What follows belongs to an exercise in optimizing a design on an open flow for small area, a short achievable clock period and few clock cycles; a production flow would make more cautious choices.
Only simulation tests tie the RTL to the original design; equivalence was not proved.
No activity file was given, so power comes from the tool's default toggle rates.

## v6
Design dig_ctx, start of the top module:
module dig_ctx (
  input             clk,
  input             rst,           
  input             open_valid,    
  input      [2:0]  open_alg,      
  input             rel,           
  input             exp_we,        
  input      [2:0]  exp_idx,
  input      [31:0] exp_data,
  input             in_valid,      
  input      [31:0] in_data,
  input             in_last,
  input      [2:0]  in_nbytes,     
  output            in_ready,
  output reg [1:0]  open_resp,     
  output            ctx_busy,
  output            ctx_finished,
  output reg        equal,
  output reg        no_expected,
  output reg [15:0] not_equal_cnt
);
  localparam [1:0] RESP_NONE = 2'd0, RESP_OK = 2'd1, RESP_BUSY = 2'd2, RESP_BAD = 2'd3;
  localparam [2:0] S_FREE = 3'd0,   
                   S_PRO  = 3'd1,   
                   S_RUN  = 3'd2,   
                   S_CMP  = 3'd3,   
                   S_FIN  = 3'd4;   
  localparam [255:0] IV = {32'h6a09e667, 32'hbb67ae85, 32'h3c6ef372, 32'ha54ff53a,
                           32'h510e527f, 32'h9b05688c, 32'h1f83d9ab, 32'h5be0cd19};
  reg [2:0]  state;
  reg [6:0]  kidx;         
  reg [31:0] w [0:15];     
  reg [31:0] qa [0:3];     
  reg [31:0] qe [0:3];     
  reg [31:0] exp_v [0:7];  
  reg [7:0]  exp_wr;       
  reg [31:0] p;            
  reg [31:0] len;          
  reg        fin;          
  reg        pad80;        
  reg        lenhi;        
  reg        final_blk;    
  reg        first;        
  reg        eq_acc;       
  reg        r63_q;        
  reg        init_q;       
  reg [31:0] a, b, c, d, e, f, g, hh;
  integer i;
  reg [31:0] k_t;
  always @(*) begin
    case (kidx[5:0])
      6'd0: k_t = 32'h428a2f98;
  ...
clock: 10.0 ns
lec_check: 0
cap_margin: 20
core_margin: 2
core_utilization: 40
place_density: 0.6
setup_slack_margin: 5
slew_margin: 20
run.sh (not shown) runs the stock make flow with config.mk's settings and CLKGATE_MAP_FILE= SYNTH_SCRIPT=/design/flow/synth_recipe.tcl, a recipe that flattens the netlist after the stock synthesis.
v6 ran to completion and came out clean on the timing, DRC and antenna checks.
Testbench counts of v6, summed over its fixed seeds: cycles 91,266.
> inputs changed (v6 -> v7)
--- a/flow/design.v
+++ b/flow/design.v
@@ -184,40 +184,40 @@
   wire [31:0] maj = (a & b) ^ (a & c) ^ (b & c);
   wire [31:0] xa = r63 ? qa[2] : 32'd0;
   wire [31:0] xe = r63 ? qe[2] : 32'd0;
   wire [31:0] e1s = csa_s(p, d, xe),      e1c = csa_c(p, d, xe);
   wire [31:0] e2s = csa_s(e1s, e1c, ch),  e2c = csa_c(e1s, e1c, ch);
   wire [31:0] e3s = csa_s(e2s, e2c, s1),  e3c = csa_c(e2s, e2c, s1);
   wire [31:0] e_new = ks_add(e3s, e3c);
   wire [31:0] a1s = csa_s(p, xa, ch),     a1c = csa_c(p, xa, ch);
   wire [31:0] b1s = csa_s(maj, s0, s1),   b1c = csa_c(maj, s0, s1);
   wire [31:0] a2s = csa_s(a1s, a1c, b1s), a2c = csa_c(a1s, a1c, b1s);
   wire [31:0] a4s = csa_s(a2s, a2c, b1c), a4c = csa_c(a2s, a2c, b1c);
   wire [31:0] a_new = ks_add(a4s, a4c);
-  wire [31:0] sum_a = qa[3] + (first ? 32'd0 : a);
-  wire [31:0] sum_e = qe[3] + (first ? 32'd0 : e);
+  wire cmp = (state == S_CMP);
+  wire [31:0] sum_a = (cmp ? 32'd0 : qa[3]) + (first ? 32'd0 : a);
+  wire [31:0] sum_e = (cmp ? 32'd0 : qe[3]) + (first ? 32'd0 : e);
   wire ff_add = run && kidx >= 7'd62;     
   wire ff_h0  = run && kidx == 7'd1;      
   wire [31:0] p_h   = r63 ? qe[1] : g;
   wire [31:0] p_new = p_h + k_t + w[15];
   wire [31:0] ws0   = {w[1][6:0], w[1][31:7]} ^ {w[1][17:0], w[1][31:18]} ^ (w[1] >> 3);
   wire [31:0] ws1   = {w[14][16:0], w[14][31:17]} ^ {w[14][18:0], w[14][31:19]} ^ (w[14] >> 10);
   wire [31:0] w_sch = ws1 + w[9] + ws0 + w[0];
   wire [31:0] w_in  = sch_word ? w_sch : (need_in ? in_word : pad_word);
   wire        w_sh  = (sch_word || blk_word) && adv;
-  wire [1:0]  cix   = 2'd0 - kidx[1:0];
-  wire [31:0] exp_d = exp_wr[cix]      ? exp_v[cix]      : 32'd0;
-  wire [31:0] exp_h = exp_wr[{1'b1, cix}] ? exp_v[{1'b1, cix}] : 32'd0;
-  wire        cmp_now = (d == exp_d) && (hh == exp_h);
-  wire        eq_all  = eq_acc && cmp_now;
+  wire [1:0]  cix   = 2'd1 - kidx[1:0];
+  wire [31:0] exp_a = exp_wr[cix]         ? exp_v[cix]         : 32'd0;
+  wire [31:0] exp_e = exp_wr[{1'b1, cix}] ? exp_v[{1'b1, cix}] : 32'd0;
+  wire        cmp_now = (sum_a == exp_a) && (sum_e == exp_e);
   wire start = (state == S_PRO || state == S_FIN) && accept;   
   wire shift_st = (run || state == S_CMP) && adv;
   always @(posedge clk) begin
     if (w_sh) begin
       for (i = 0; i < 15; i = i + 1) w[i] <= w[i + 1];
       w[15] <= w_in;
     end
     if (run && adv) p <= p_new;
     if (shift_st) begin
       a <= init ? IV[255:224] : a_new;
       e <= init ? IV[127:96]  : e_new;
       if (r63) begin
@@ -321,26 +321,24 @@
           end
         end else if (run && adv) begin
           if (kidx == 7'd1) first <= 1'b0;
           r63_q  <= (kidx == 7'd63);
           init_q <= 1'b0;
           if (kidx == 7'd64 && final_blk) begin
             state <= S_CMP;
             kidx  <= 7'd1;
           end else begin
             kidx <= (kidx == 7'd64) ? 7'd1 : kidx + 7'd1;
           end
         end else if (state == S_CMP) begin
-          eq_acc <= (kidx == 7'd1 ? 1'b1 : eq_acc) && cmp_now;
-          kidx   <= kidx + 7'd1;
-          if (kidx == 7'd4) begin
-            state       <= S_FIN;
-            equal       <= has_exp && (eq_acc && cmp_now);
-            no_expected <= !has_exp;
-            if (!(has_exp && eq_acc && cmp_now) && not_equal_cnt != 16'hffff)
-              not_equal_cnt <= not_equal_cnt + 16'd1;
-          end
+          state       <= S_FIN;
+          equal       <= has_exp && eq_acc && cmp_now;
+          no_expected <= !has_exp;
+          if (!(has_exp && eq_acc && cmp_now) && not_equal_cnt != 16'hffff)
+            not_equal_cnt <= not_equal_cnt + 16'd1;
         end
+        if (run && adv && kidx >= 7'd62)
+          eq_acc <= (kidx == 7'd62 ? 1'b1 : eq_acc) && cmp_now;
       end
     end
   end
 endmodule
[summary]
No stage failed in v7, and the final checks on the layout all came back clean. Taking v6 as the reference point, the number of buffers other than clock buffers in the final layout of v7 rises by 200. Changes observed in v7 relative to v6: power spent charging and discharging nets increased 110%; setup slack saw a decrease; combinational power picked up an extra about 800%; share of final-layout standard cells stronger than drive strength 1 has increased; worst stage delay on the critical path saw an increase. Maximum fanout along the worst path came out exactly the same in v6 and v7. v7 ends up with a synthesized netlist net count that is 212 higher than in v6. Compared with v6, number of DRC markers in iteration 0 in v7 increased by a few percent. On fraction of the mapped netlist area in adder cells, v6 and v7 are neck and neck.
Testbench counts of v7, summed over its fixed seeds: cycles 90,690.

[static timing again, ports no longer ideal]
The flow's constraints put no driver on any port. The routed layouts listed below were extracted and timed again, unchanged, in two steps.
Step 1 (the two cells are an assumption about what drives the block):
set clk [get_ports {clk}]
set_driving_cell -lib_cell sky130_fd_sc_hd__clkbuf_16 $clk
set_driving_cell -lib_cell sky130_fd_sc_hd__buf_2 [delete_from_list [all_inputs] $clk]
Step 2 adds t to the input delays and takes it off the output delays; t is the mean of the earliest and latest rising clock arrival at the registers after step 1. Input paths then give back, and output paths get back, about the clock's delay inside the block.
Slacks: ideal ports / drivers / drivers and shift; pairs: ideal ports / drivers.
run	shift t [ns]	setup slack, ns	cell pins on the clock port's net
v6	0.904	4.777 / 4.777 / 4.275	1
v7	0.891	4.303 / 4.303 / 4.288	1
After both steps setup and hold are still met in every run listed. The setup slack of v6, which loses most, moves by 0.000 ns with the drivers and by -0.502 ns with both steps.
